Background: an optimization exercise with open tools, aiming at small area. Do not read the settings as production practice. The RTL was checked by simulation tests, not by an equivalence proof against the original design. Power and IR drop assume default switching activity.

## config.mk

```make
export PLATFORM = sky130hd
export DESIGN_NAME = iso_link_rx
export DESIGN_NICKNAME = iso_link_rx
export VERILOG_FILES = /design/flow/design.v
export SDC_FILE = /design/flow/constraint.sdc
export NUM_CORES = 4
export LEC_CHECK = 0
export CAP_MARGIN = 20
export CORE_MARGIN = 2
export CORE_UTILIZATION = 40
export PLACE_DENSITY = 0.6
export SLEW_MARGIN = 20
```

## constraint.sdc

```tcl
create_clock -name core_clock -period 10.0 [get_ports {clk}]
set_input_delay 2.0000 -clock core_clock [delete_from_list [all_inputs] [get_ports {clk}]]
set_output_delay 2.0000 -clock core_clock [all_outputs]
set_load 0.01 [all_outputs]
```

## design.v

```verilog
module iso_link_rx (
    input  wire        clk,
    input  wire        rst,             
    input  wire        rxd,             
    input  wire        beacon,          
    input  wire        tick_1us,        
    input  wire        tlm_lost_rd,     
    input  wire        crc_err_rd,      
    input  wire [7:0]  ld_fault_w1c,    
    input  wire        ld_vld_ov_w1c,   
    output reg         frm_valid,       
    output wire [3:0]  frm_type,
    output wire [47:0] frm_payload,
    output reg  [1:0]  state,           
    output reg         ssr,
    output reg         lclk_lock,
    output reg         line_present,
    output reg  [15:0] tlm_lost,
    output reg  [15:0] crc_err,
    output reg  [7:0]  qw_last,
    output wire [31:0] line_period,
    output reg  [31:0] zc_pos,
    output reg  [31:0] zc_neg,
    output reg  [9:0]  hvin_v,
    output reg  [11:0] vline_pk,
    output reg  [7:0]  ld_temp,
    output reg  [7:0]  ld_fault,
    output reg         ld_vld_ov,
    output reg         ev_line_loss,    
    output wire        ev_line_return,  
    output wire        ev_link_fault,   
    output wire        ev_tlm_loss,     
    output wire        ev_conv_fault,   
    output reg         lf_reset         
);
    localparam [1:0] ST_DOWN = 2'd0, ST_TRAIN = 2'd1, ST_UP = 2'd2, ST_FAULT = 2'd3;
    localparam [11:0] TMR_SEED = 12'hC90;
    localparam [11:0] TMR_TERM = 12'hFFF;
    localparam [16:0] LF_SEED  = 17'h00001;
    localparam [16:0] LF_LAST  = 17'h0FCBC;
    localparam [16:0] AGE_SEED = 17'h1EC12;
    localparam [16:0] AGE_MASK = 17'h0AAAA;
    localparam [59:0] WP_CODE  = {4'h8, 4'hC, 4'hE, 4'hF, 4'h7, 4'hB, 4'h5, 4'hA,
                                  4'hD, 4'h6, 4'h3, 4'h9, 4'h4, 4'h2, 4'h1};
    localparam [3:0]  WP_LAST  = 4'h8;
    reg  [2:0]  hs;
    reg         in_frame;
    reg         half;
    reg  [5:0]  bitcnt;       
    reg  [1:0]  rx_t;         
    reg  [47:0] rx_pay;       
    reg  [7:0]  crc;
    wire       bit_val   = hs[0];
    wire       start_det = !in_frame && hs == 3'b110 && rxd;
    wire       bit_done  = in_frame && half;
    wire       bit_ok    = bit_done && (rxd != bit_val);
    wire       violation = bit_done && (rxd == bit_val);
    wire       is_tlm    = rx_t == 2'b00;
    wire       type_bad  = bit_ok && bitcnt == 6'd4 && rx_pay[3:2] != 2'b10;
    wire       frm_end   = bit_ok && bitcnt == (is_tlm ? 6'd59 : 6'd51);
    wire       lt44      = !bitcnt[5] || (!bitcnt[4] && !(bitcnt[3] && bitcnt[2]));
    wire       lt52      = !bitcnt[5] || !bitcnt[4] || (!bitcnt[3] && !bitcnt[2]);
    wire       shift_pay = bit_ok && (lt44 || (is_tlm && lt52));
    wire [5:0] bitcnt_inc;
    wire [6:0] bci_c;
    assign bci_c[0] = 1'b1;
    wire       crc_fb    = crc[7] ^ bit_val;
    wire [7:0] crc_next  = {crc[6:0], 1'b0} ^ (crc_fb ? 8'h2F : 8'h00);
    wire       fok       = frm_end && crc_next == 8'h00;
    wire       fbad      = (frm_end && crc_next != 8'h00) || type_bad;
    reg  [2:0] hs_nx;
    always @(*) begin
        hs_nx[0] = rxd;
        if (rxd)
            hs_nx[2:1] = {1'b0, hs == 3'b010 || hs == 3'b100};
        else
            case (hs)
                3'b001:  hs_nx[2:1] = 2'b01;
                3'b011:  hs_nx[2:1] = 2'b10;
                3'b100:  hs_nx[2:1] = 2'b11;
                default: hs_nx[2:1] = 2'b00;
            endcase
    end
    always @(posedge clk) begin
        if (rst) begin
            hs       <= 3'b000;
            in_frame <= 1'b0;
        end else begin
            hs <= hs_nx;
            if (start_det)
                in_frame <= 1'b1;
            else if (violation || type_bad || frm_end)
                in_frame <= 1'b0;
        end
    end
    always @(posedge clk) begin
        if (start_det) begin
            half   <= 1'b0;
            bitcnt <= 6'd0;
            crc    <= 8'hFF;
        end else begin
            half <= !half;
            if (bit_ok) begin
                bitcnt <= bitcnt_inc;
                crc    <= crc_next;
            end
        end
        if (bit_ok && bitcnt == 6'd4)
            rx_t <= rx_pay[1:0];
        if (shift_pay)
            rx_pay <= {rx_pay[46:0], bit_val};
    end
    assign frm_type    = {2'b10, rx_t};
    assign frm_payload = {rx_pay[47:40] & {8{is_tlm}}, rx_pay[39:0]};
    wire [7:0]  tlm_seq   = rx_pay[47:40];
    wire [11:0] tlm_vline = rx_pay[39:28];
    wire [9:0]  tlm_hvin  = rx_pay[27:18];
    wire [7:0]  tlm_temp  = rx_pay[17:10];
    wire        tlm_ssr   = rx_pay[9];
    wire [11:0] vline_abs;
    wire [11:0] vabs_op = tlm_vline[11] ? (~tlm_vline + 12'd1) : tlm_vline;
    wire [12:0] abs_c;
    assign abs_c[0] = tlm_vline[11];
    wire        zc_pol    = rx_pay[39];
    wire        zc_lock   = rx_pay[37];
    wire [4:0]  zc_seq    = rx_pay[36:32];
    wire [31:0] stamp     = rx_pay[31:0];
    wire [7:0]  evt_code  = rx_pay[39:32];
    wire got_tlm = fok && rx_t == 2'b00;
    wire got_zc  = fok && rx_t == 2'b01;
    wire got_evt = fok && rx_t == 2'b10;
    wire got_qa  = fok && rx_t == 2'b11;
    reg         tlm_seen;
    reg  [7:0]  tlm_last_seq;
    reg         pos_seen;
    reg         loss_seen;
    reg  [31:0] loss_stamp;
    reg         lost_was0;
    reg  [28:0] lp;
    assign line_period = {3'b000, lp};
    wire [7:0]  tlm_gap;
    wire [8:0]  gap_c;
    assign gap_c[0] = 1'b0;
    wire [15:0] lost_inc  = (got_tlm && tlm_seen) ? {8'd0, tlm_gap} : 16'd0;
    wire [16:0] lost_sum;
    wire [16:0] lost_c;
    assign lost_c[0] = 1'b0;
    wire [15:0] lost_next = tlm_lost_rd ? lost_inc :
                            (lost_sum[16] ? 16'hFFFF : lost_sum[15:0]);
    wire [15:0] crc_inc   = fbad ? 16'd1 : 16'd0;
    wire [16:0] crc_sum;
    wire [16:0] crc_sum_op = {1'b0, crc_err} + {16'd0, fbad};
    wire [16:0] cs_c;
    assign cs_c[0] = fbad;
    wire [15:0] crc_next_cnt = crc_err_rd ? crc_inc :
                            (crc_sum[16] ? 16'hFFFF : crc_sum[15:0]);
    wire [31:0] period_raw;
    wire [32:0] per_c;
    assign per_c[0] = 1'b1;
    wire [12:0] vpk_b;
    assign vpk_b[0] = 1'b0;
    genvar r;
    generate
        for (r = 0; r < 32; r = r + 1) begin : rip
            assign period_raw[r] = stamp[r] ^ ~zc_pos[r] ^ per_c[r];
            assign per_c[r+1]    = (stamp[r] & ~zc_pos[r]) | (per_c[r] & (stamp[r] ^ ~zc_pos[r]));
            if (r < 6) begin : g6
                assign bitcnt_inc[r] = bitcnt[r] ^ bci_c[r];
                assign bci_c[r+1]    = bitcnt[r] & bci_c[r];
            end
            if (r < 12) begin : g12a
                assign vline_abs[r] = vabs_op[r];
                assign abs_c[r+1]   = (tlm_vline[r] ^ tlm_vline[11]) & abs_c[r];
            end
            if (r < 16) begin : g16a
                assign crc_sum[r]  = crc_sum_op[r];
                assign cs_c[r+1]   = crc_err[r] & cs_c[r];
            end
            if (r < 8) begin : g8
                assign tlm_gap[r]  = tlm_seq[r] ^ ~tlm_last_seq[r] ^ gap_c[r];
                assign gap_c[r+1]  = (tlm_seq[r] & ~tlm_last_seq[r]) |
                                     (gap_c[r] & (tlm_seq[r] ^ ~tlm_last_seq[r]));
            end
            if (r < 12) begin : g12
                assign vpk_b[r+1]  = (~vline_pk[r] & vline_abs[r]) |
                                     (vpk_b[r] & ~(vline_pk[r] ^ vline_abs[r]));
            end
            if (r < 16) begin : g16
                assign lost_sum[r] = tlm_lost[r] ^ lost_inc[r] ^ lost_c[r];
                assign lost_c[r+1] = (tlm_lost[r] & lost_inc[r]) |
                                     (lost_c[r] & (tlm_lost[r] ^ lost_inc[r]));
            end
        end
    endgenerate
    assign lost_sum[16] = lost_c[16];
    assign crc_sum[16]  = crc_sum_op[16];
    wire vline_gt = vpk_b[12];
    wire evt_01 = evt_code == 8'h01;
    wire evt_02 = evt_code == 8'h02;
    wire evt_07 = evt_code == 8'h07;
    reg  [7:0]  fault_set;
    reg         vld_set;
    reg         conv_code;
    always @(*) begin
        fault_set = 8'd0;
        vld_set   = 1'b0;
        conv_code = 1'b0;
        case (evt_code)
            8'h03: begin fault_set[0] = 1'b1; conv_code = 1'b1; end
            8'h04: begin fault_set[1] = 1'b1; conv_code = 1'b1; end
            8'h05: begin fault_set[2] = 1'b1; conv_code = 1'b1; end
            8'h07:       fault_set[3] = 1'b1;
            8'h06: begin fault_set[4] = 1'b1; conv_code = 1'b1; end
            8'h08: begin fault_set[5] = 1'b1; conv_code = 1'b1; end
            8'h09:       fault_set[6] = 1'b1;
            8'h0A: begin fault_set[7] = 1'b1; conv_code = 1'b1; end
            8'h0B: begin vld_set      = 1'b1; conv_code = 1'b1; end
            default: ;
        endcase
    end
    wire evt_held = frm_valid && rx_t == 2'b10;
    assign ev_conv_fault  = evt_held && conv_code;
    assign ev_line_return = evt_held && evt_02;
    assign ev_tlm_loss    = lost_was0 && (tlm_lost != 16'd0);
    always @(posedge clk) begin
        if (rst) begin
            frm_valid      <= 1'b0;
            ssr            <= 1'b0;
            lclk_lock      <= 1'b0;
            line_present   <= 1'b0;
            tlm_lost       <= 16'd0;
            crc_err        <= 16'd0;
            qw_last        <= 8'd0;
            lp             <= 29'd0;
            hvin_v         <= 10'd0;
            vline_pk       <= 12'd0;
            ld_temp        <= 8'd0;
            ld_fault       <= 8'd0;
            ld_vld_ov      <= 1'b0;
            ev_line_loss   <= 1'b0;
            tlm_seen       <= 1'b0;
            pos_seen       <= 1'b0;
            loss_seen      <= 1'b0;
        end else begin
            frm_valid <= fok;
            tlm_lost    <= lost_next;
            crc_err     <= crc_next_cnt;
            if (got_tlm) begin
                tlm_seen     <= 1'b1;
                ssr          <= tlm_ssr;
                hvin_v       <= tlm_hvin;
                ld_temp      <= tlm_temp;
                if (vline_gt)
                    vline_pk <= vline_abs;
            end
            if (got_zc) begin
                lclk_lock <= zc_lock;
                if (zc_pol) begin
                    lp[28:24] <= zc_seq;
                    if (pos_seen)
                        lp[23:0] <= (period_raw[31:24] != 8'd0) ? 24'hFFFFFF
                                                                : period_raw[23:0];
                    pos_seen <= 1'b1;
                end
            end
            if (got_qa)
                qw_last <= {rx_pay[37:35], rx_pay[39:38], rx_pay[34:32]};
            ld_fault  <= (ld_fault & ~ld_fault_w1c) | (got_evt ? fault_set : 8'd0);
            ld_vld_ov <= (ld_vld_ov & ~ld_vld_ov_w1c) | (got_evt && vld_set);
            ev_line_loss <= 1'b0;
            if (got_evt && evt_01) begin
                line_present <= 1'b0;
                loss_seen    <= 1'b1;
                if (!(loss_seen && loss_stamp == stamp))
                    ev_line_loss <= 1'b1;
            end
            if (got_evt && evt_02)
                line_present <= 1'b1;
        end
    end
    wire [31:0] stamp_z = stamp & {32{!rst}};
    always @(posedge clk) begin
        if (rst || (got_zc && zc_pol))
            zc_pos <= stamp_z;
        if (rst || (got_zc && !zc_pol))
            zc_neg <= stamp_z;
    end
    always @(posedge clk) begin
        lost_was0 <= tlm_lost == 16'd0;
        if (got_tlm)
            tlm_last_seq <= tlm_seq;
        if (got_evt && evt_01)
            loss_stamp <= stamp;
    end
    reg  [16:0] age [0:14];
    reg  [3:0]  wp;           
    reg         wrapped;      
    wire [14:0] w_sel;
    wire [14:0] w_exp;
    genvar g;
    generate
        for (g = 0; g < 15; g = g + 1) begin : slot
            wire [16:0] a     = age[g] ^ AGE_MASK;
            wire        all16 = &a[15:0];
            wire [16:0] a_nx  = {a[15:0], ~(a[16] ^ a[13]) | all16};
            assign w_exp[g] = all16 && a[16];
            assign w_sel[g] = wp == WP_CODE[4*g +: 4];
            always @(posedge clk)
                age[g] <= ((fbad && w_sel[g]) ? AGE_SEED : a_nx) ^ AGE_MASK;
        end
    endgenerate
    wire crc_burst = fbad && wrapped && !(|(w_sel & w_exp));
    always @(posedge clk) begin
        if (rst) begin
            wp      <= 4'b0001;
            wrapped <= 1'b0;
        end else if (fbad) begin
            wp <= {wp[2:0], wp[3] ^ wp[2]};
            if (wp == WP_LAST)
                wrapped <= 1'b1;
        end
    end
    reg  [11:0] frm_cnt;      
    reg  [11:0] bcn_cnt;      
    reg         ssr_run;      
    reg         goodbye;
    reg  [16:0] lf_cnt;
    reg         lf_armed;
    reg         was_up;
    wire frm_silent  = frm_cnt == TMR_TERM;
    wire bcn_present = bcn_cnt != TMR_TERM;
    wire present     = !frm_silent || bcn_present;
    wire [11:0] frm_cnt_nx = {frm_cnt[10:0], ~(frm_cnt[11] ^ frm_cnt[0]) | (&frm_cnt[10:0])};
    wire [11:0] bcn_cnt_nx = {bcn_cnt[10:0], ~(bcn_cnt[11] ^ bcn_cnt[0]) | (&bcn_cnt[10:0])};
    reg  [1:0]  state_nx;
    always @(*) begin
        state_nx = state;
        case (state)
            ST_DOWN:  if (present) state_nx = ST_TRAIN;
            ST_TRAIN: begin
                if (got_tlm && tlm_ssr && ssr_run)
                    state_nx = ST_UP;
                else if (!present)
                    state_nx = ST_DOWN;
            end
            ST_UP: begin
                if (goodbye && frm_silent)
                    state_nx = ST_DOWN;
                else if (frm_silent || crc_burst)
                    state_nx = ST_FAULT;
            end
            ST_FAULT: if (present) state_nx = ST_TRAIN;
            default:  state_nx = ST_DOWN;
        endcase
    end
    wire lf_run = (state == ST_TRAIN || state == ST_FAULT) && bcn_present;
    assign ev_link_fault = was_up && state == ST_FAULT;
    always @(posedge clk) begin
        if (rst) begin
            state    <= ST_DOWN;
            frm_cnt  <= TMR_TERM;
            bcn_cnt  <= TMR_TERM;
            lf_armed <= 1'b1;
            lf_reset <= 1'b0;
        end else begin
            state <= state_nx;
            if (fok)              frm_cnt <= TMR_SEED;
            else                  frm_cnt <= frm_cnt_nx;
            if (beacon)           bcn_cnt <= TMR_SEED;
            else                  bcn_cnt <= bcn_cnt_nx;
            lf_reset <= 1'b0;
            if (state_nx == ST_UP)
                lf_armed <= 1'b1;
            if (lf_run && tick_1us && lf_cnt == LF_LAST && lf_armed) begin
                lf_reset <= 1'b1;
                lf_armed <= 1'b0;
            end
        end
    end
    always @(posedge clk) begin
        was_up <= state == ST_UP;
        if (state == ST_TRAIN && state_nx == ST_TRAIN) begin
            if (got_tlm)
                ssr_run <= tlm_ssr;
        end else begin
            ssr_run <= 1'b0;
        end
        if (state == ST_UP && state_nx == ST_UP) begin
            if (got_evt && evt_07)
                goodbye <= 1'b1;
        end else begin
            goodbye <= 1'b0;
        end
        if (!lf_run)
            lf_cnt <= LF_SEED;
        else if (tick_1us)
            lf_cnt <= {lf_cnt[15:0], lf_cnt[16] ^ lf_cnt[13]};
    end
endmodule
```

## flow/run.sh

```bash
#!/bin/bash
# The standard layout (standard.sh), with two changes:
#  - every port still gets its buffer, but the smallest one (buf_1);
#  - the clock tree uses larger sink clusters and no dummy loads.
# The whole ORFS run's output goes to make.log here; ORFS keeps each step's
# log under orfs/logs/.
set -euo pipefail
export BUFFER_PORTS_ARGS="-buffer_cell sky130_fd_sc_hd__buf_1"
export CTS_ARGS="-sink_clustering_enable -repair_clock_nets -sink_clustering_size 30 -sink_clustering_max_diameter 80 -buf_list sky130_fd_sc_hd__clkbuf_16 -dont_use_dummy_load"
bash standard.sh > make.log 2>&1
```

## standard.sh

```bash
#!/bin/bash
# synth_recipe.tcl (not shown) runs the flow's synth.tcl, then flattens the netlist and writes it again
# the make line also repeats each setting of config.mk as NAME=value (left out here)
make -C /OpenROAD-flow-scripts/flow DESIGN_CONFIG=/design/flow/config.mk WORK_HOME=/design/flow/orfs CLKGATE_MAP_FILE= SYNTH_SCRIPT=/design/flow/synth_recipe.tcl "${@:-finish}"
```

==> results of run 1 <==
## worst reg2reg max path: cells and delay by family (launching register included)
kind	cells	cell delay (ps)
compound gates	1	110
fa+ha+maj	31	10490
buf+inv	4	390
flops	1	350
simple gates	2	470
## registers in the layout (all words and copies together), names as in the netlist, 2 cells and up, named ones only
name and cells:
age 255, rx_pay 48, loss_stamp 32, zc_neg 32
zc_pos 32, lp 29, lf_cnt 17, crc_err 16
tlm_lost 16, bcn_cnt 12, frm_cnt 12, vline_pk 12
hvin_v 10, crc 8, ld_fault 8, ld_temp 8
qw_last 8, tlm_last_seq 8, bitcnt 6, wp 4
hs 3, rx_t 2, state 2
## cell type report
type	instances	area, um2	share of cell area
clock buffer	30	750.7	0.03080
inverter	89	334.1	0.01371
multi-input combinational	1203	7481	0.3069
sequential	608	13710	0.5626
tap	704	880.8	0.03614
timing repair buffer	284	1214	0.04979
## what timing repair did
action / in CTS / in global routing
resized for setup: 0 / 1
endpoints found under the setup margin: 24 / 24
hold buffers: 0 / 0
## logic make-up (layout without fill, tap and decap cells)
family	after synthesis	count (layout)	synth area share
AOI/OAI and AO/OA	206	206	0.05959
xor gates and xnor gates	80	80	0.03209
adders and majority gates	80	80	0.05998
buffers and inverters	210	403	0.04468
DFF	608	608	0.6214
muxes	31	31	0.01412
other	2	5	0.0003403
and+or+nand+nor	801	801	0.1678
## per-stage QoR
| step | util | cell area [um2] | hold WS, ps |
|---|---|---|---|
| final | 0.4450 | 24370 | 342.8 |
| after detailed placement | 0.4312 | 23620 | 363.1 |
| after global placement | 0.4312 | 23620 | 363.1 |
| after CTS | 0.4449 | 24370 | 335.4 |
| after floorplan | - | 22160 | 352.4 |
| after global routing | 0.4450 | 24370 | 354.4 |
## layout by cell type, fill, tap and decap left out, types with 28 or more instances in the layout
master,n
mux2i_1,30
xnor2_1,64
nor4_1,36
edfxtp_1,154
buf_4,34
a21oi_1,83
nand3_1,45
inv_1,88
fa_2,29
clkbuf_16,30
nand4_1,46
buf_1,248
nor2_1,282
nand2_1,248
and2_1,28
dfxtp_1,454
a211oi_1,41
ha_1,36
## power by group through the flow
stage / clock network, mW / registers, mW / logic, mW
after global routing: 1.39 / 2.56 / 0.168
final: 1.26 / 2.56 / 0.151
after floorplan: 0 / 2.62 / 0.0931
after CTS: 1.31 / 2.56 / 0.153
after detailed placement: 0 / 2.62 / 0.153
after global placement: 0 / 2.61 / 0.149
## routing by layer
metal  vias to the layer above  global-route usage
met5                         -                   0
met4                         2             0.04545
met3                        67             0.02298
met2                       277              0.2763
met1                      7066              0.2312
li1                       7122                   -
## worst paths after layout
| path | startpoint | endpoint | slack, ps | cells past startpoint |
|---|---|---|---|---|
| worst max-delay path | rx_pay[0]$_DFFE_PP_ | lp[9]$_SDFFE_PP0P_ | -1930 | 38 |
| worst min-delay path | age[13][3]$_DFF_P_ | age[13][4]$_SDFF_PP1_ | 340 | 1 |
| worst max register to register | rx_pay[0]$_DFFE_PP_ | lp[9]$_SDFFE_PP0P_ | -1930 | 38 |
| worst min register to register | age[13][3]$_DFF_P_ | age[13][4]$_SDFF_PP1_ | 340 | 1 |
==> impl_metrics.toml, run 1 <==
[outcome]
status = "failed layout checks"
so_faults = "negative setup slack"

[synth]
yosysWarnings = 2
avgSynthCellArea_um2 = 10.94
syn_area_mm2 = 0.02207
synth_commonest_cells = "dfxtp_1 (454), nor2_1 (282), nand2_1 (248)"
ys_types = 65
synthCells = 2018
synth.top_cell.area_share = 0.4118
yosysTopAreaCell = "dfxtp_1"
seq_area_frac_synth = 0.6214
yosys-top-cells-area = "dfxtp_1 (41%), edfxtp_1 (21%), nor2_1 (4.8%), nand2_1 (4.2%), fa_1 (3.9%)"
synth_ff_type = "dfxtp_1"
yosysMostFrequentCell = "dfxtp_1"
ys_ff_latch = 608
async_flop_share = 0
synth_edf_count = 154

[floorplan]
core_area_mm2 = 0.05477
io_pins = 255
die_y_um = 238.9
dieWidth_um = 238.9
die_area_mm2 = 0.05707
rows = 86
start_util = 0.4029

[pwr]
ir_worst_vdd_uv = 138.1
power.switching_uw = 842.7
pwr-share-comb = 0.038
power_frac_seq = 0.645
p_int_mw = 3.123
leakage_nw = 9.487
p_total_mw = 3.966
clockPowerShare = 0.317
powerDensity_mw_per_mm2 = 162.7
power.share.switching = 0.2125

[route]
wl_per_cell_um = 16.68
first_pass_iters = 5
drt-met1-wl_um = 22620
drt_iter0_drc = 685
wl_met3_um = 2191
detailroute.via_count = 14530
met2_length_um = 22720
ant_nets = 0
totalWireLength_um = 48690
route.detailed.drc = 0
top_layer_used = "met5"
vias_per_cell = 4.981

[place]
place_ws_ps = -1877
portBuffers = 249
hpwl_um = 35340
place.gp.congestion = 0.8362
post-place-cells = 2888

[cells_and_area]
instances_no_fill = 2918
syn_to_final_growth_pct = 10.44
fillers = 5157
diodes = 0
finalNetCount = 2312
drive_gt1_frac = 0.05014

[sta]
tns_ps = -45640
rsz0062_at_grt = "true"
tightestPinTransition_ps = 1001
slew_headroom = 0.3330
slew_viol_final = 0
hold_viol_final = 0
timing.fmax_mhz = 83.83
worst_slack_ps = -1929
setup_viol_count_final = 24
period_minus_slack_ps = 11930
skew_ps = 52.38
period_share = 1.193

[worst_setup_path]
cpPeakStageDelay_ps = 520
cp-end-kind = "flip-flop"
required_ps = 10420
critPathTopFamily = "adder cells"
cp.arrival_ps = 12350
start_kind = "flip-flop"
critical_path_class = "reg -> reg"
crit_top_cell = "fa_2"
path_buf_inv = 4
worst_path_max_delay_cell = "fa_2"
path_max_fanout = 24

[clock_tree]
h-tree-depth = 1
clk_pin_slew_ps = 100
cts_tree = "built"
clk_latency_ps = 610
cts_buffer_depth = 3
cts-buffers-inserted = 30
post_cts_buffers = 0
clkSinkCount = 608
root_buffer = "clkbuf_16"

[global_routing]
grt_max_degree = 68
antenna_found_initial = 1
grt_pass1_wl_um = 76770
grt_usage = 0.1675
grt_pass1_vias = 14130
grt_overflow = 0

[flow_run]
cap_violations = 0

[min_path]
holdCritPathClass = "reg -> reg"
==> run 2, diff against run 1 <==
--- a/design.v
+++ b/design.v
@@ -156,14 +156,23 @@
                             (crc_sum[16] ? 16'hFFFF : crc_sum[15:0]);
     wire [31:0] period_raw;
     wire [32:0] per_c;
+    reg         per_c16;
+    wire        per_c16_now;
     assign per_c[0] = 1'b1;
+    always @(posedge clk)
+        per_c16 <= per_c16_now;
     wire [12:0] vpk_b;
     assign vpk_b[0] = 1'b0;
     genvar r;
     generate
         for (r = 0; r < 32; r = r + 1) begin : rip
             assign period_raw[r] = stamp[r] ^ ~zc_pos[r] ^ per_c[r];
-            assign per_c[r+1]    = (stamp[r] & ~zc_pos[r]) | (per_c[r] & (stamp[r] ^ ~zc_pos[r]));
+            if (r != 15) begin : pc
+                assign per_c[r+1] = (stamp[r] & ~zc_pos[r]) | (per_c[r] & (stamp[r] ^ ~zc_pos[r]));
+            end else begin : pc16
+                assign per_c[16]  = per_c16;
+                assign per_c16_now = (stamp[r] & ~zc_pos[r]) | (per_c[r] & (stamp[r] ^ ~zc_pos[r]));
+            end
             if (r < 6) begin : g6
                 assign bitcnt_inc[r] = bitcnt[r] ^ bci_c[r];
                 assign bci_c[r+1]    = bitcnt[r] & bci_c[r];
==> impl_metrics.toml, run 2 <==
[synth]
synth_edf_count = 154
yosysMostFrequentCell = "dfxtp_1"
syn_area_mm2 = 0.02217
synth_commonest_cells = "dfxtp_1 (455), nor2_1 (280), nand2_1 (239)"
avgSynthCellArea_um2 = 10.99
synth_ff_type = "dfxtp_1"
yosys-top-cells-area = "dfxtp_1 (41%), edfxtp_1 (21%), nor2_1 (4.7%), nand2_1 (4.0%), fa_1 (3.9%)"
synthCells = 2018
seq_area_frac_synth = 0.6195
async_flop_share = 0
yosysWarnings = 2
ys_types = 69
yosysTopAreaCell = "dfxtp_1"
ys_ff_latch = 609
synth.top_cell.area_share = 0.4109

[sta]
setup_viol_count_final = 0
slew_headroom = 0.2931
period_share = 0.7427
rsz0062_at_grt = "false"
period_minus_slack_ps = 7427
hold_viol_final = 0
tightestPinTransition_ps = 1060
slew_viol_final = 0
fin_hold_ws_ps = 327.5
skew_ps = 107.6
tns_ps = 0
timing.fmax_mhz = 134.7

[cells_and_area]
largest_reg_flops = 255
diodes = 0
layout_commonest_cell = "dfxtp_1"
top_register = "age"
syn_to_final_growth_pct = 9.505
largestRegisters = "age: 255 flops, rx_pay: 48 flops"
finalNetCount = 2282
layout_common_cells = "dfxtp_1 (455), nor2_1 (280), buf_1 (248)"
drive_gt1_frac = 0.02793

[route]
wl_per_cell_um = 16.46
route.detailed.drc = 0
first_pass_iters = 5
detailroute.via_count = 14470
ant_nets = 0
drt_iter0_drc = 892
vias_per_cell = 4.934
totalWireLength_um = 48250

[global_routing]
grt_max_degree = 71
antenna_found_initial = 1
grt_overflow = 0
grt_pass1_wl_um = 75630
grt_pass1_vias = 14100
grt_usage = 0.1636

[pwr]
ir_worst_vdd_uv = 138.1
leakage_nw = 9.480
p_total_mw = 3.997
powerDensity_mw_per_mm2 = 164.7

[clock_tree]
cts_buffer_depth = 3
cts_tree = "built"
cts-buffers-inserted = 31
clk_pin_slew_ps = 110
cts_hold_buf = 0
root_buffer = "clkbuf_16"
postCtsResizedCells = 0
clk_latency_ps = 640
clkSinkCount = 609
h-tree-depth = 1
post_cts_buffers = 0

[worst_setup_path]
cp.arrival_ps = 7890
start_kind = "input pin"
crit_top_cell = "ha_1"
r2r_slack_ps = 2800
cp-end-kind = "flip-flop"
required_ps = 10470
worst_path_max_delay_cell = "fa_1"
cpPeakStageDelay_ps = 430
path_max_fanout = 15
critical_path_class = "in -> reg"

[outcome]
status = "complete, no violations"

[floorplan]
core_area_mm2 = 0.05499
rows = 86
die_y_um = 239.4
io_pins = 255
die_area_mm2 = 0.05732
start_util = 0.4032
dieWidth_um = 239.4

[place]
portBuffers = 249
hpwl_um = 34550
place.gp.congestion = 0.8238

[flow_run]
cap_violations = 0

[min_path]
holdCritPathClass = "reg -> reg"
[run 2: cell types whose count changed after synthesis, moves of 6 or more]
cell / change
clkbuf_1: +12
nand4_1: +7
nor4_1: -15
a21oi_1: -15
or4_1: +26
nand2_1: -9
mux2i_1: +6
a21o_1: -9
and3_1: +17
nand3_1: -10
and2_1: -13
[run 2: path summary, 6_finish.rpt]
| check | end | cells after the start | start |
|---|---|---|---|
| setup / recovery | tlm_lost[1]$_SDFF_PP0_ | 29 | rxd |
| hold / removal | age[8][7]$_DFF_P_ | 1 | age[8][6]$_SDFF_PP0_ |
| setup reg to reg | lp[15]$_SDFFE_PP0P_ | 20 | rx_pay[0]$_DFFE_PP_ |
| hold reg to reg | age[8][7]$_DFF_P_ | 1 | age[8][6]$_SDFF_PP0_ |
[run 2: cells by family after synthesis]
logic type,Yosys count,synth area share
compound gates,192,0.05667
xor+xnor,80,0.03228
fa+ha+maj,80,0.05971
buf+inv,223,0.04645
flops,609,0.6195
mux,36,0.01625
other cells,2,0.0003388
simple gates,796,0.1688
[run 2: through the flow]
stage,util,cell area (um2),setup WS (ps),std cells
finish,0.4415,24280,2573,2932
global route,0.4415,24280,2057,2932
CTS,0.4415,24280,2557,2932
floorplan,-,22180,2288,2021
global placement,0.4274,23500,2041,2901
detailed placement,0.4274,23500,1903,2901
[run 2: critical path, delay by kind of cell]
| family | cells | cell delay [ps] |
|---|---|---|
| adders and majority gates | 15 | 3820 |
| and+or+nand+nor | 5 | 1180 |
| buffers and inverters | 6 | 510 |
| AOI/OAI and AO/OA | 2 | 210 |
| xor gates and xnor gates | 1 | 140 |
[run 2: where the power goes]
group / total (mW) / switching (mW) / internal [mW] / leakage, nW
registers: 2.56 / 0.0205 / 2.54 / 5.18
clock network: 1.29 / 0.736 / 0.549 / 0.382
logic: 0.150 / 0.0973 / 0.0523 / 3.92
total: 4.00 / 0.854 / 3.14 / 9.48
[run 2: layer usage]
layer,wire [um],track usage,up-vias
met1,22340,0.2259,7049
met3,2202,0.02305,62
li1,-,-,7079
met4,1117,0.04261,0
met2,22600,0.2702,276
met5,0,0,-
[run 2: final cells by class]
type                       instances  area (um2)
fill                            5230       30710
sequential                       609       13730
multi-input combinational       1189        7442
timing repair buffer             263        1044
tap                              748       935.9
clock buffer                      31       775.7
inverter                          92       345.3
==> run 3, diff against run 2 <==
--- a/flow/run.sh
+++ b/flow/run.sh
@@ -6,5 +6,5 @@
 # log under orfs/logs/.
 set -euo pipefail
 export BUFFER_PORTS_ARGS="-buffer_cell sky130_fd_sc_hd__buf_1"
-export CTS_ARGS="-sink_clustering_enable -repair_clock_nets -sink_clustering_size 30 -sink_clustering_max_diameter 80 -buf_list sky130_fd_sc_hd__clkbuf_16 -dont_use_dummy_load"
+export CTS_ARGS="-sink_clustering_enable -repair_clock_nets -sink_clustering_size 18 -sink_clustering_max_diameter 50 -buf_list sky130_fd_sc_hd__clkbuf_8 -dont_use_dummy_load"
 bash standard.sh > make.log 2>&1
==> impl_metrics.toml, run 3 <==
[route]
totalWireLength_um = 48670
ant_nets = 0
wl_per_cell_um = 16.46
route.detailed.drc = 0
detailroute.via_count = 14600
vias_per_cell = 4.939
drt_iter0_drc = 874
first_pass_iters = 5

[synth]
synth_ff_type = "dfxtp_1"
seq_area_frac_synth = 0.6195
synth_edf_count = 154
synthCells = 2018
yosysTopAreaCell = "dfxtp_1"
async_flop_share = 0
avgSynthCellArea_um2 = 10.99
synth.top_cell.area_share = 0.4109
ys_types = 69
yosys-top-cells-area = "dfxtp_1 (41%), edfxtp_1 (21%), nor2_1 (4.7%), nand2_1 (4.0%), fa_1 (3.9%)"
ys_ff_latch = 609
syn_area_mm2 = 0.02217
yosysMostFrequentCell = "dfxtp_1"
synth_commonest_cells = "dfxtp_1 (455), nor2_1 (280), nand2_1 (239)"
yosysWarnings = 2

[worst_setup_path]
cp-end-kind = "flip-flop"
crit_top_cell = "ha_1"
critPathTopFamily = "adder cells"
path_buf_inv = 6
critical_path_class = "in -> reg"
worst_path_max_delay_cell = "fa_1"
cpPeakStageDelay_ps = 430
required_ps = 10460
start_kind = "input pin"
cp.arrival_ps = 7910
path_max_fanout = 15

[cells_and_area]
multi_input_area_mm2 = 0.007442
instances_no_fill = 2957
layout.area.seq_mm2 = 0.01373
largestRegisters = "age: 255 flops, rx_pay: 48 flops"
fillers = 5235
finalNetCount = 2306
layout_commonest_cell = "dfxtp_1"
layout_common_cells = "dfxtp_1 (455), nor2_1 (280), buf_1 (248)"
syn_to_final_growth_pct = 9.431
top_register = "age"
largest_reg_flops = 255
drive_gt1_frac = 0.03850

[global_routing]
antenna_found_initial = 1
grt_overflow = 0
grt_pass1_vias = 14210
grt_pass1_wl_um = 76390
grt_usage = 0.1667
grt_max_degree = 71

[place]
place_ws_ps = 1903
post-place-cells = 2901
place.gp.congestion = 0.8238
hpwl_um = 34550
portBuffers = 249

[clock_tree]
clk_latency_ps = 680
cts-buffers-inserted = 55
postCtsResizedCells = 0
h-tree-depth = 2
clkSinkCount = 609
root_buffer = "clkbuf_8"
cts_tree = "built"
post_cts_buffers = 0
cts_buffer_depth = 3
clk_pin_slew_ps = 100
cts_hold_buf = 0

[pwr]
ir_worst_vdd_uv = 82.56
leakage_nw = 9.494
powerDensity_mw_per_mm2 = 163.3

[floorplan]
io_pins = 255
start_util = 0.4032
dieWidth_um = 239.4
die_area_mm2 = 0.05732
rows = 86
core_area_mm2 = 0.05499
die_y_um = 239.4

[sta]
setup_viol_count_final = 0
slew_headroom = 0.3045
rsz0062_at_grt = "false"
tightestPinTransition_ps = 1043
skew_ps = 78.23
hold_viol_final = 0
period_minus_slack_ps = 7451
tns_ps = 0
fin_hold_ws_ps = 338.4
worst_slack_ps = 2549
period_share = 0.7451
timing.fmax_mhz = 134.2
slew_viol_final = 0

[flow_run]
cap_violations = 0

[min_path]
holdCritPathClass = "reg -> reg"

[outcome]
status = "complete, no violations"
run 3: final cells by class:
type / count / share of cell area
inverter: 92 / 0.01423
tap: 748 / 0.03858
sequential: 609 / 0.5661
timing repair buffer: 263 / 0.04301
multi-input combinational: 1189 / 0.3068
clock buffer: 55 / 0.03120
antenna: 1 / 0.0001032
run 3: kinds of logic (layout without fill, tap and decap cells):
family | Yosys count | in the layout | synth area share
simple gates | 796 | 796 | 0.1688
xor+xnor | 80 | 80 | 0.03228
compound gates | 192 | 192 | 0.05667
mux | 36 | 36 | 0.01625
fa+ha+maj | 80 | 80 | 0.05971
other cells | 2 | 6 | 0.0003388
flops | 609 | 609 | 0.6195
buf+inv | 223 | 410 | 0.04645
run 3: worst register-to-register path, cell delays in order, from the launching register on:
cell and delay (ps):
edfxtp_1 480, inv_1 110, fa_1 450, fa_1 400, fa_1 400, fa_1 400
fa_1 380, inv_1 80, fa_1 170, fa_1 180, fa_1 170, inv_1 50
fa_1 370, fa_1 390, fa_1 380, fa_1 390, fa_1 390, fa_1 390
fa_1 380, xnor2_1 140, xnor2_1 160, nor4b_4 260, buf_4 330, a211oi_1 140
run 3: layer usage:
metal  vias up  track usage  routed length, um
li1       7119            -                  -
met1      7086       0.2257              22340
met2       317       0.2711              22710
met3        82      0.03204               2466
met4         0      0.05019               1158
met5         -            0                  0
run 3: final timing paths:
kind,slack [ps],cells past startpoint,start,endpoint
setup / recovery,2550,29,rxd,tlm_lost[6]$_SDFF_PP0_
hold / removal,340,1,age[2][9]$_DFF_P_,age[2][10]$_SDFF_PP1_
setup reg to reg,2770,23,rx_pay[16]$_DFFE_PP_,lp[2]$_SDFFE_PP0P_
hold reg to reg,340,1,age[2][9]$_DFF_P_,age[2][10]$_SDFF_PP1_
run 3: through the flow:
step           cell area [um2]  power [mW]    util
6_report                 24260       3.962  0.4412
5_1_grt                  24260       4.117  0.4412
4_1_cts                  24260       4.014  0.4412
3_5_place_dp             23500       2.769  0.4274
3_3_place_gp             23500       2.764  0.4274
2_1_floorplan            22180       2.718       -
run 3: power breakdown:
part | internal [mW] | total [mW] | switching (mW) | leakage (nW)
clock | 0.488 | 1.25 | 0.760 | 0.395
sequential | 2.54 | 2.56 | 0.0208 | 5.18
combinational | 0.0524 | 0.150 | 0.0980 | 3.92
==> run 4, diff against run 3 <==
--- a/flow/run.sh
+++ b/flow/run.sh
@@ -6,5 +6,5 @@
 # log under orfs/logs/.
 set -euo pipefail
 export BUFFER_PORTS_ARGS="-buffer_cell sky130_fd_sc_hd__buf_1"
-export CTS_ARGS="-sink_clustering_enable -repair_clock_nets -sink_clustering_size 18 -sink_clustering_max_diameter 50 -buf_list sky130_fd_sc_hd__clkbuf_8 -dont_use_dummy_load"
+export CTS_ARGS="-sink_clustering_enable -repair_clock_nets -sink_clustering_size 10 -sink_clustering_max_diameter 35 -buf_list sky130_fd_sc_hd__clkbuf_4 -dont_use_dummy_load"
 bash standard.sh > make.log 2>&1
==> impl_metrics.toml, run 4 <==
[clock_tree]
cts_tree = "built"
clk_latency_ps = 870
clk_pin_slew_ps = 100
h-tree-depth = 3
cts_hold_buf = 0
post_cts_buffers = 0
cts_buffer_depth = 3
root_buffer = "clkbuf_4"
postCtsResizedCells = 0
cts-buffers-inserted = 100
clkSinkCount = 609

[pwr]
ir_worst_vdd_uv = 70.48
leakage_nw = 9.558
powerDensity_mw_per_mm2 = 162.8

[cells_and_area]
layout_common_cells = "dfxtp_1 (455), nor2_1 (280), buf_1 (248)"
largest_reg_flops = 255
drive_gt1_frac = 0.05770
syn_to_final_growth_pct = 9.403
layout_commonest_cell = "dfxtp_1"
layout.area.seq_mm2 = 0.01373
multi_input_area_mm2 = 0.007442
fillers = 5256
largestRegisters = "age: 255 flops, rx_pay: 48 flops"
finalNetCount = 2351
top_register = "age"

[sta]
period_share = 0.7260
slew_viol_final = 0
slew_headroom = 0.2813
tns_ps = 0
setup_viol_count_final = 0
fin_hold_ws_ps = 327.3
hold_viol_final = 0
skew_ps = 109.4
tightestPinTransition_ps = 1078
rsz0062_at_grt = "false"
timing.fmax_mhz = 137.7
period_minus_slack_ps = 7260

[synth]
synth_edf_count = 154
yosys-top-cells-area = "dfxtp_1 (41%), edfxtp_1 (21%), nor2_1 (4.7%), nand2_1 (4.0%), fa_1 (3.9%)"
yosysTopAreaCell = "dfxtp_1"
synth_commonest_cells = "dfxtp_1 (455), nor2_1 (280), nand2_1 (239)"
yosysWarnings = 2
yosysMostFrequentCell = "dfxtp_1"
synth.top_cell.area_share = 0.4109
avgSynthCellArea_um2 = 10.99
seq_area_frac_synth = 0.6195
syn_area_mm2 = 0.02217
ys_ff_latch = 609
synthCells = 2018
ys_types = 69
async_flop_share = 0
synth_ff_type = "dfxtp_1"

[worst_setup_path]
cp-startpoint = "rx_pay[16]$_DFFE_PP_"
path_cells = "inv_1 -> fa_1 -> fa_1 -> fa_1 -> fa_1 -> fa_1 -> inv_1 -> fa_1 -> fa_1 -> fa_1 -> inv_1 -> fa_1 -> fa_1 -> fa_1 -> fa_1 -> fa_1 -> fa_1 -> fa_1 -> xnor2_1 -> xnor2_1 -> nor4b_4 -> buf_4 -> a211oi_1"
r2r_start = "rx_pay[16]$_DFFE_PP_"
crit_top_cell = "fa_1"
path_max_fanout = 24
critical_path_class = "reg -> reg"
cpPeakStageDelay_ps = 460
cp.arrival_ps = 7900
worst_path_max_delay_cell = "edfxtp_1"
required_ps = 10640
start_kind = "flip-flop"
cp-end-kind = "flip-flop"

[floorplan]
die_area_mm2 = 0.05732
io_pins = 255
start_util = 0.4032
dieWidth_um = 239.4
core_area_mm2 = 0.05499
rows = 86
die_y_um = 239.4

[min_path]
min_from = "age[8][15]$_DFF_P_"
holdCritPathClass = "reg -> reg"

[route]
ant_nets = 0
totalWireLength_um = 49000
detailroute.via_count = 14800
route.detailed.drc = 0
vias_per_cell = 4.931
drt_iter0_drc = 842
wl_per_cell_um = 16.32
first_pass_iters = 7

[outcome]
status = "complete, no violations"

[global_routing]
grt_usage = 0.1705
antenna_found_initial = 3
grt_overflow = 0
grt_pass1_vias = 14600
grt_pass1_wl_um = 77380
grt_max_degree = 71

[flow_run]
cap_violations = 0

[place]
place.gp.congestion = 0.8238
portBuffers = 249
hpwl_um = 34550
[run 4: cell counts after synthesis]
Identical to the previous run, type by type.
[run 4: cells by family (layout without fill, tap and decap cells)]
group | count (synthesis) | count (layout) | share of synthesized area
mux | 36 | 36 | 0.01625
simple gates | 796 | 796 | 0.1688
xor+xnor | 80 | 80 | 0.03228
flops | 609 | 609 | 0.6195
fa+ha+maj | 80 | 80 | 0.05971
compound gates | 192 | 192 | 0.05667
other cells | 2 | 6 | 0.0003388
buf+inv | 223 | 455 | 0.04645
[run 4: critical path: cells and delay by family, from the launching register on]
family                     cells  cell delay [ps]
adders and majority gates     15             5280
and+or+nand+nor                1              260
xor gates and xnor gates       2              300
DFF                            1              460
buffers and inverters          4              590
AOI/OAI and AO/OA              1              130
[run 4: report_power, final]
group	total, mW	switching, mW	internal, mW
Sequential	2.56	0.0207	2.54
Clock	1.24	0.780	0.456
Combinational	0.150	0.0976	0.0524
Total	3.95	0.898	3.05
[run 4: through the flow]
step             util  power, mW  instances  cell area [um2]  setup slack (ps)
2_1_floorplan       -      2.718       2021            22180              2288
3_3_place_gp   0.4274      2.764       2901            23500              2041
3_5_place_dp   0.4274      2.769       2901            23500              1903
4_1_cts        0.4410      4.014       3001            24250              2696
5_1_grt        0.4411      4.135       3002            24250              2284
6_report       0.4411      3.948       3002            24250              2740
[run 4: worst paths after layout]
path                            to  slack, ps  depth (start not counted)
max             lp[2]$_SDFFE_PP0P_       2740                         23
min          age[8][16]$_SDFF_PP1_        330                          1
max reg2reg     lp[2]$_SDFFE_PP0P_       2740                         23
min reg2reg  age[8][16]$_SDFF_PP1_        330                          1
[run 4: layout make-up]
cell class / count / area share
clock buffers: 100 / 0.03095
inverters: 92 / 0.01424
repair buffers: 263 / 0.04303
multi-input cells: 1189 / 0.3069
flip-flops and latches: 609 / 0.5662
diodes: 1 / 0.0001032
well taps: 748 / 0.03859
[run 4: per-layer routing]
metal	wire length, um	vias up	track usage
li1	-	7254	-
met1	22180	7115	0.2262
met2	22760	348	0.2698
met3	2710	87	0.03642
met4	1354	0	0.07273
met5	0	-	0
==> run 5, diff against run 4 <==
--- a/flow/run.sh
+++ b/flow/run.sh
@@ -6,5 +6,5 @@
 # log under orfs/logs/.
 set -euo pipefail
 export BUFFER_PORTS_ARGS="-buffer_cell sky130_fd_sc_hd__buf_1"
-export CTS_ARGS="-sink_clustering_enable -repair_clock_nets -sink_clustering_size 10 -sink_clustering_max_diameter 35 -buf_list sky130_fd_sc_hd__clkbuf_4 -dont_use_dummy_load"
+export CTS_ARGS="-sink_clustering_enable -repair_clock_nets -sink_clustering_size 32 -sink_clustering_max_diameter 60 -buf_list sky130_fd_sc_hd__clkbuf_16 -dont_use_dummy_load"
 bash standard.sh > make.log 2>&1
--- a/config.mk
+++ b/config.mk
@@ -7,6 +7,6 @@
 export LEC_CHECK = 0
 export CAP_MARGIN = 20
 export CORE_MARGIN = 2
-export CORE_UTILIZATION = 40
-export PLACE_DENSITY = 0.6
+export CORE_UTILIZATION = 72
+export PLACE_DENSITY = 0.85
 export SLEW_MARGIN = 20
==> impl_metrics.toml, run 5 <==
[cells_and_area]
drive_gt1_frac = 0.02706
fillers = 1906
layout_common_cells = "dfxtp_1 (455), nor2_1 (280), buf_1 (247)"
largestRegisters = "age: 255 flops, rx_pay: 48 flops"
syn_to_final_growth_pct = 7.405
layout_commonest_cell = "dfxtp_1"
largest_reg_flops = 255
finalNetCount = 2278
top_register = "age"

[flow_run]
cap_violations = 0

[min_path]
min_path_cells = 1
holdCritPathClass = "reg -> reg"
holdPathEnd = "age[7][4]$_SDFF_PP1_"
min_from = "age[7][3]$_DFF_P_"

[synth]
yosysTopAreaCell = "dfxtp_1"
synthCells = 2018
yosysMostFrequentCell = "dfxtp_1"
synth_top_family_by_area = "simple AND/OR/NAND/NOR gates"
synth_commonest_cells = "dfxtp_1 (455), nor2_1 (280), nand2_1 (239)"
avgSynthCellArea_um2 = 10.99
yosys-top-cells-area = "dfxtp_1 (41%), edfxtp_1 (21%), nor2_1 (4.7%), nand2_1 (4.0%), fa_1 (3.9%)"
synthMuxAreaShare = 0.01625
synth.top_cell.area_share = 0.4109
syn_area_mm2 = 0.02217
async_flop_share = 0
synth_adder_area_share = 0.05971
synth_ff_type = "dfxtp_1"
yosys.area_share.simple = 0.1688
yosysWarnings = 2
synth_edf_count = 154
ys_ff_latch = 609
synth-compound-area-share = 0.05667
synth_xor_area_frac = 0.03228
seq_area_frac_synth = 0.6195
ys_types = 69

[global_routing]
antenna_found_initial = 1
grt_pass1_wl_um = 74290
grt_pass1_vias = 14880
grt_usage = 0.2786
grt_max_degree = 79
grt_overflow = 0

[pwr]
leakage_nw = 9.464
ir_worst_vdd_uv = 166.9
powerDensity_mw_per_mm2 = 166.5
p_total_mw = 3.964

[worst_setup_path]
required_ps = 10400
cp.arrival_ps = 8050
worst_path_max_delay_cell = "fa_1"
critical_path_class = "in -> reg"
start_kind = "input pin"
path_buf_inv = 6
crit_top_cell = "ha_1"
path_depth = 29
worstRegToRegCells = 23
r2r_slack_ps = 2650
r2r-end = "lp[11]$_SDFFE_PP0P_"
critPathTopFamily = "adder cells"
cp-end-kind = "flip-flop"
r2r_start = "rx_pay[16]$_DFFE_PP_"
path_max_fanout = 15
cpPeakStageDelay_ps = 440

[sta]
timing.fmax_mhz = 130.7
rsz0062_at_grt = "false"
slew_headroom = 0.3546
period_minus_slack_ps = 7652
tns_ps = 0
setup_viol_count_final = 0
hold_viol_final = 0
slew_viol_final = 0
period_share = 0.7652
tightestPinTransition_ps = 960.7
skew_ps = 53.98

[clock_tree]
cts_hold_buf = 0
clkSinkCount = 609
clk_pin_slew_ps = 100
cts_tree = "built"
post_cts_buffers = 0
clk_latency_ps = 600
postCtsResizedCells = 0
cts-buffers-inserted = 31
h-tree-depth = 1
cts_buffer_depth = 3
root_buffer = "clkbuf_16"

[outcome]
status = "complete, no violations"

[floorplan]
die_area_mm2 = 0.03221
start_util = 0.7285
core_area_mm2 = 0.03043
rows = 64
dieWidth_um = 179.5
io_pins = 255
die_y_um = 179.5

[place]
portBuffers = 249
place.gp.congestion = 0.8865
hpwl_um = 31890

[route]
detailroute.via_count = 14970
totalWireLength_um = 45470
route.detailed.drc = 0
ant_nets = 0
drt_iter0_drc = 1204
wl_per_cell_um = 17.64
first_pass_iters = 8
vias_per_cell = 5.808
==> run 5: cell counts after synthesis <==
No cell type changed its count.
==> run 5: logic make-up after synthesis <==
logic type,count (synthesis)
compound gates,192
xor+xnor,80
fa+ha+maj,80
buf+inv,223
flops,609
mux,36
other cells,2
simple gates,796
==> run 5: power breakdown <==
part           leakage [nW]  switching, mW  internal [mW]
clock network         0.382          0.701          0.549
registers              5.18         0.0209           2.54
logic                  3.90         0.0989         0.0525
==> run 5: final cells by class <==
cell class	instances	area, um2	share of cell area
well taps	396	495.5	0.02081
diodes	1	2.502	0.0001051
multi-input cells	1189	7443	0.3126
inverters	92	345.3	0.01450
repair buffers	259	1015	0.04262
clock buffers	31	775.7	0.03258
flip-flops and latches	609	13730	0.5768
==> run 5: stage by stage <==
step	setup WS [ps]	hold slack, ps	utilization	cell area [um2]	instances
5_1_grt	1920	361.1	0.7825	23810	2577
4_1_cts	2375	355.4	0.7823	23810	2576
3_3_place_gp	2091	354.4	0.7568	23030	2545
2_1_floorplan	2288	352.4	-	22180	2021
6_report	2348	353.0	0.7825	23810	2577
3_5_place_dp	1827	358.9	0.7568	23030	2545
==> run 5: worst max path at each step <==
stage	start	endpoint	slack [ps]
after floorplan	rxd	tlm_lost[7]$_SDFF_PP0_	2290
after global routing	rxd	tlm_lost[4]$_SDFF_PP0_	1920
after global placement	rxd	tlm_lost[1]$_SDFF_PP0_	2090
final	rxd	tlm_lost[4]$_SDFF_PP0_	2350
after detailed placement	rxd	tlm_lost[1]$_SDFF_PP0_	1830
after CTS	rxd	tlm_lost[4]$_SDFF_PP0_	2380
==> run 5: per-layer routing <==
layer,share of wire,global-route usage
met1,0.41,0.3555
met2,0.49,0.4811
met3,0.062,0.04275
met4,0.039,0.1099
met5,0,0
==> run 6, diff against run 5 <==
--- a/flow/run.sh
+++ b/flow/run.sh
@@ -6,5 +6,5 @@
 # log under orfs/logs/.
 set -euo pipefail
 export BUFFER_PORTS_ARGS="-buffer_cell sky130_fd_sc_hd__buf_1"
-export CTS_ARGS="-sink_clustering_enable -repair_clock_nets -sink_clustering_size 32 -sink_clustering_max_diameter 60 -buf_list sky130_fd_sc_hd__clkbuf_16 -dont_use_dummy_load"
+export CTS_ARGS="-sink_clustering_enable -repair_clock_nets -sink_clustering_size 20 -sink_clustering_max_diameter 40 -buf_list sky130_fd_sc_hd__clkbuf_8 -dont_use_dummy_load"
 bash standard.sh > make.log 2>&1
--- a/config.mk
+++ b/config.mk
@@ -7,6 +7,6 @@
 export LEC_CHECK = 0
 export CAP_MARGIN = 20
 export CORE_MARGIN = 2
-export CORE_UTILIZATION = 72
-export PLACE_DENSITY = 0.85
+export CORE_UTILIZATION = 60
+export PLACE_DENSITY = 0.75
 export SLEW_MARGIN = 20
==> impl_metrics.toml, run 6 <==
[synth]
async_flop_share = 0
yosys.area_share.simple = 0.1688
yosysWarnings = 2
synth-compound-area-share = 0.05667
synthCells = 2018
synthMuxAreaShare = 0.01625
yosysTopAreaCell = "dfxtp_1"
seq_area_frac_synth = 0.6195
ys_types = 69
ys_ff_latch = 609
synth_edf_count = 154
yosys-top-cells-area = "dfxtp_1 (41%), edfxtp_1 (21%), nor2_1 (4.7%), nand2_1 (4.0%), fa_1 (3.9%)"
synth_commonest_cells = "dfxtp_1 (455), nor2_1 (280), nand2_1 (239)"
synth_adder_area_share = 0.05971
avgSynthCellArea_um2 = 10.99
synth_ff_type = "dfxtp_1"
synth.top_cell.area_share = 0.4109
synth_xor_area_frac = 0.03228
yosysMostFrequentCell = "dfxtp_1"
syn_area_mm2 = 0.02217
synth_top_family_by_area = "simple AND/OR/NAND/NOR gates"

[route]
wl_per_cell_um = 16.60
ant_nets = 0
vias_per_cell = 5.445
first_pass_iters = 5
detailroute.via_count = 14600
totalWireLength_um = 44500
drt_iter0_drc = 804
route.detailed.drc = 0

[worst_setup_path]
crit_top_cell = "ha_1"
required_ps = 10490
cpPeakStageDelay_ps = 430
cp.arrival_ps = 7950
critical_path_class = "in -> reg"
cp-end-kind = "flip-flop"
path_max_fanout = 15
start_kind = "input pin"
worstRegToRegCells = 23
worst_path_max_delay_cell = "fa_1"

[global_routing]
globalRouteMet3Util = 0.04315
grt_util_met2 = 0.3878
met1_usage = 0.3078
grt_pass1_wl_um = 72150
grt_most_used_layer = "met2"
grt_usage = 0.2323
grt_pass1_vias = 14110
antenna_found_initial = 0
grt_max_degree = 92
grt_overflow = 0

[sta]
tightestPinTransition_ps = 977.0
timing.fmax_mhz = 134.1
fin_hold_ws_ps = 329.1
slew_headroom = 0.3487
skew_ps = 79.00
tns_ps = 0
worst_slack_ps = 2542
slew_viol_final = 0
setup_viol_count_final = 0
period_share = 0.7458
hold_viol_final = 0
rsz0062_at_grt = "false"
period_minus_slack_ps = 7458

[place]
place_ws_ps = 1859
dpl_cell_area_mm2 = 0.02314
place.gp.congestion = 0.8479
portBuffers = 249
hpwl_um = 31130
post-place-cells = 2620

[cells_and_area]
diodes = 0
instances_no_fill = 2681
finalNetCount = 2311
layout_common_cells = "dfxtp_1 (455), nor2_1 (280), buf_1 (248)"
largest_reg_flops = 255
layout_commonest_cell = "dfxtp_1"
final_area_mm2 = 0.02398
largestRegisters = "age: 255 flops, rx_pay: 48 flops"
top_register = "age"
utilization = 0.6566
drive_gt1_frac = 0.04067
syn_to_final_growth_pct = 8.178

[clock_tree]
cts_buffer_depth = 3
h-tree-depth = 2
cts_hold_buf = 0
clk_pin_slew_ps = 90
cts_tree = "built"
root_buffer = "clkbuf_8"
post_cts_buffers = 0
cts-buffers-inserted = 61
clk_latency_ps = 680
postCtsResizedCells = 0
clkSinkCount = 609

[floorplan]
dieWidth_um = 196.2
core_area_mm2 = 0.03652
start_util = 0.6070
io_pins = 255
die_y_um = 196.2
die_area_mm2 = 0.03850
rows = 70

[outcome]
status = "complete, no violations"

[pwr]
ir_worst_vdd_uv = 176.4
leakage_nw = 9.532
power.share.switching = 0.2159
clockPowerShare = 0.321
powerDensity_mw_per_mm2 = 166.6
power.switching_uw = 863.0
power_frac_seq = 0.641
pwr-share-comb = 0.037
p_int_mw = 3.133
p_total_mw = 3.996

[min_path]
min_path_cells = 1
holdCritPathClass = "reg -> reg"

[flow_run]
cap_violations = 0
[run 6: kinds of logic (layout without fill, tap and decap cells)]
logic type               after synthesis  count (layout)
AO/OA/AOI/OAI                        192             192
XOR/XNOR                              80              80
adder cells (fa/ha/maj)               80              80
buffers and inverters                223             415
flip-flops                           609             609
multiplexers                          36              36
other                                  2               5
AND/OR/NAND/NOR                      796             796
[run 6: worst paths after layout]
kind                                            from                      to  slack [ps]
worst max register to register  rx_pay[16]$_DFFE_PP_     lp[10]$_SDFFE_PP0P_        2780
worst min-delay path               age[4][9]$_DFF_P_   age[4][10]$_SDFF_PP1_         330
worst max-delay path                             rxd  tlm_lost[1]$_SDFF_PP0_        2540
worst min register to register     age[4][9]$_DFF_P_   age[4][10]$_SDFF_PP1_         330
[run 6: per-layer routing]
| metal | vias up | routed length [um] |
|---|---|---|
| met5 | - | 0 |
| met4 | 0 | 1099 |
| met3 | 78 | 2421 |
| met2 | 350 | 21200 |
| met1 | 7036 | 19780 |
| li1 | 7133 | - |
[run 6: area by class of cell]
type / instances / area [um2]
sequential: 609 / 13730
fill: 2866 / 12540
multi-input combinational: 1189 / 7442
timing repair buffer: 262 / 1036
clock buffer: 61 / 839.6
tap: 468 / 585.6
inverter: 92 / 345.3
[run 6: critical path, delay by kind of cell]
family,cells,cell delay [ps]
simple gates,5,1210
fa+ha+maj,15,3840
xor+xnor,1,150
compound gates,2,230
buf+inv,6,520
[run 6: power groups by stage]
stage	combinational, mW	sequential [mW]	clock, mW
after floorplan	0.0942	2.62	0
after global placement	0.144	2.62	0
after detailed placement	0.149	2.62	0
after CTS	0.149	2.56	1.32
after global routing	0.167	2.57	1.42
final	0.149	2.56	1.28
==> run 7, diff against run 6 <==
--- a/flow/run.sh
+++ b/flow/run.sh
@@ -6,5 +6,5 @@
 # log under orfs/logs/.
 set -euo pipefail
 export BUFFER_PORTS_ARGS="-buffer_cell sky130_fd_sc_hd__buf_1"
-export CTS_ARGS="-sink_clustering_enable -repair_clock_nets -sink_clustering_size 20 -sink_clustering_max_diameter 40 -buf_list sky130_fd_sc_hd__clkbuf_8 -dont_use_dummy_load"
+export CTS_ARGS="-sink_clustering_enable -repair_clock_nets -sink_clustering_size 30 -sink_clustering_max_diameter 80 -buf_list sky130_fd_sc_hd__clkbuf_16 -dont_use_dummy_load"
 bash standard.sh > make.log 2>&1
--- a/config.mk
+++ b/config.mk
@@ -5,8 +5,8 @@
 export SDC_FILE = /design/flow/constraint.sdc
 export NUM_CORES = 4
 export LEC_CHECK = 0
-export CAP_MARGIN = 20
+export CAP_MARGIN = 0
 export CORE_MARGIN = 2
 export CORE_UTILIZATION = 60
 export PLACE_DENSITY = 0.75
-export SLEW_MARGIN = 20
+export SLEW_MARGIN = 0
==> impl_metrics.toml, run 7 <==
[cells_and_area]
multi_input_area_mm2 = 0.007442
layout_common_cells = "dfxtp_1 (455), nor2_1 (280), buf_1 (248)"
fillers = 2865
drive_gt1_frac = 0.02525
final_area_mm2 = 0.02379
layout_commonest_cell = "dfxtp_1"
layout.area.seq_mm2 = 0.01373
finalNetCount = 2276
largestRegisters = "age: 255 flops, rx_pay: 48 flops"
diodes = 0
syn_to_final_growth_pct = 7.326
largest_reg_flops = 255
top_register = "age"

[synth]
yosysMostFrequentCell = "dfxtp_1"
ys_types = 69
seq_area_frac_synth = 0.6195
syn_area_mm2 = 0.02217
synth_ff_type = "dfxtp_1"
synthCells = 2018
synth_commonest_cells = "dfxtp_1 (455), nor2_1 (280), nand2_1 (239)"
synth_edf_count = 154
async_flop_share = 0
avgSynthCellArea_um2 = 10.99
yosysWarnings = 2
synth.top_cell.area_share = 0.4109
yosysTopAreaCell = "dfxtp_1"
yosys-top-cells-area = "dfxtp_1 (41%), edfxtp_1 (21%), nor2_1 (4.7%), nand2_1 (4.0%), fa_1 (3.9%)"
ys_ff_latch = 609

[route]
vias_per_cell = 5.465
ant_nets = 0
route.detailed.drc = 0
totalWireLength_um = 44040
drt_iter0_drc = 850
first_pass_iters = 5
wl_per_cell_um = 16.65
detailroute.via_count = 14460

[clock_tree]
cts_buffer_depth = 3
clk_latency_ps = 580
h-tree-depth = 1
root_buffer = "clkbuf_16"
cts-buffers-inserted = 26
postCtsResizedCells = 0
post_cts_buffers = 0
cts_hold_buf = 0
clk_pin_slew_ps = 100
cts_tree = "built"
clkSinkCount = 609

[worst_setup_path]
start_kind = "input pin"
crit_top_cell = "ha_1"
path_buf_inv = 6
required_ps = 10390
worst_path_max_delay_cell = "fa_1"
critical_path_class = "in -> reg"
path_max_fanout = 15
cp.arrival_ps = 7920
cp-end-kind = "flip-flop"
critPathTopFamily = "adder cells"
cpPeakStageDelay_ps = 430

[sta]
tns_ps = 0
period_share = 0.7527
rsz0062_at_grt = "false"
hold_viol_final = 0
setup_viol_count_final = 0
slew_viol_final = 0
timing.fmax_mhz = 132.9
slew_headroom = 0.3227
skew_ps = 65.32
period_minus_slack_ps = 7527
tightestPinTransition_ps = 1016

[global_routing]
antenna_found_initial = 0
grt_max_degree = 92
grt_usage = 0.2263
grt_pass1_wl_um = 70990
grt_overflow = 0
grt_pass1_vias = 13820

[floorplan]
dieWidth_um = 196.2
core_area_mm2 = 0.03652
io_pins = 255
die_y_um = 196.2
start_util = 0.6070
rows = 70
die_area_mm2 = 0.03850

[pwr]
powerDensity_mw_per_mm2 = 162.8
ir_worst_vdd_uv = 140.0
p_total_mw = 3.873
leakage_nw = 9.414

[place]
place.gp.congestion = 0.8479
hpwl_um = 31130
portBuffers = 249
dpl_cell_area_mm2 = 0.02314

[flow_run]
cap_violations = 0

[min_path]
holdCritPathClass = "reg -> reg"

[outcome]
status = "complete, no violations"
-- run 7: cell counts after synthesis --
Identical to the previous run, type by type.
-- run 7: cell families after synthesis --
family          share of synthesized area
compound gates                    0.05667
xor+xnor                          0.03228
other cells                     0.0003388
simple gates                       0.1688
buf+inv                           0.04645
mux                               0.01625
flops                              0.6195
fa+ha+maj                         0.05971
-- run 7: cell type report --
class	instances	share of cell area
Sequential cell	609	0.5772
Tap cell	468	0.02461
Clock buffer	26	0.02735
Timing Repair Buffer	262	0.04354
Inverter	92	0.01451
Multi-Input combinational cell	1189	0.3128
-- run 7: worst reg2reg max path, cell delays in order, from the launching register on --
cell and delay (ps):
edfxtp_1 460, inv_1 110, fa_1 460, fa_1 410
fa_1 400, fa_1 400, fa_1 380, inv_1 80
fa_1 200, fa_1 190, fa_1 170, inv_1 50
fa_1 380, fa_1 390, fa_1 390, fa_1 400
fa_1 390, fa_1 390, fa_1 390, xnor2_1 140
xnor2_1 160, nor4b_4 270, buf_4 340, a211oi_1 150
-- run 7: final timing paths --
path	slack, ps	from	end	cells past startpoint
hold reg to reg	340	age[12][5]$_DFF_P_	age[12][6]$_SDFF_PP0_	1
hold / removal	340	age[12][5]$_DFF_P_	age[12][6]$_SDFF_PP0_	1
setup / recovery	2470	rxd	tlm_lost[1]$_SDFF_PP0_	29
setup reg to reg	2740	rx_pay[16]$_DFFE_PP_	lp[11]$_SDFFE_PP0P_	23
-- run 7: routing by layer --
| metal | wire length [um] | global-route usage | vias to the layer above |
|---|---|---|---|
| met2 | 21120 | 0.3839 | 329 |
| met3 | 2177 | 0.03301 | 60 |
| met4 | 1012 | 0.05920 | 0 |
| met5 | 0 | 0 | - |
| met1 | 19740 | 0.3072 | 6985 |
| li1 | - | - | 7086 |
-- run 7: metrics by stage --
stage	utilization	hold slack [ps]	setup WS (ps)	std cells
finish	0.6515	340.7	2473	2646
global route	0.6515	357.0	1986	2646
CTS	0.6515	349.4	2461	2646
detailed placement	0.6336	365.1	1859	2620
global placement	0.6336	356.9	2075	2620
floorplan	-	352.4	2288	2021
-- run 7: where the power goes --
part / total, mW / internal (mW) / switching [mW]
combinational: 0.149 / 0.0524 / 0.0967
clock: 1.16 / 0.466 / 0.695
sequential: 2.56 / 2.54 / 0.0204
total: 3.87 / 3.06 / 0.812

[separate check: timing with driven ports]
Ports are ideal in the flow. The routed layouts listed here were re-timed in OpenROAD.
Step 1: set_driving_cell puts a clkbuf_16 on clk and a buf_2 on each other input, an assumption about the parent block.
Step 2 moves the port delays by t, midway between the first and last clock arrival at a register: inputs arrive t later, outputs are due t later. That takes back most of the time a late clock gives input paths.
Three values: ideal ports, drivers, drivers and shift; two values: the first two.
run	t (ns)	setup slack, ns	clock arrival spread, ns
run 1	0.641	-1.929 / -1.929 / -1.929	0.054 / 0.055
run 2	0.636	2.573 / 2.566 / 1.930	0.108 / 0.108
run 3	0.693	2.549 / 2.536 / 1.843	0.085 / 0.085
run 4	0.865	2.740 / 2.737 / 1.872	0.113 / 0.112
run 5	0.621	2.348 / 2.317 / 1.695	0.055 / 0.055
run 6	0.685	2.542 / 2.529 / 1.844	0.080 / 0.080
run 7	0.603	2.473 / 2.467 / 1.864	0.066 / 0.066
The setup slack of run 4, which loses most, moves by -0.003 ns with the drivers and by -0.868 ns with both steps.
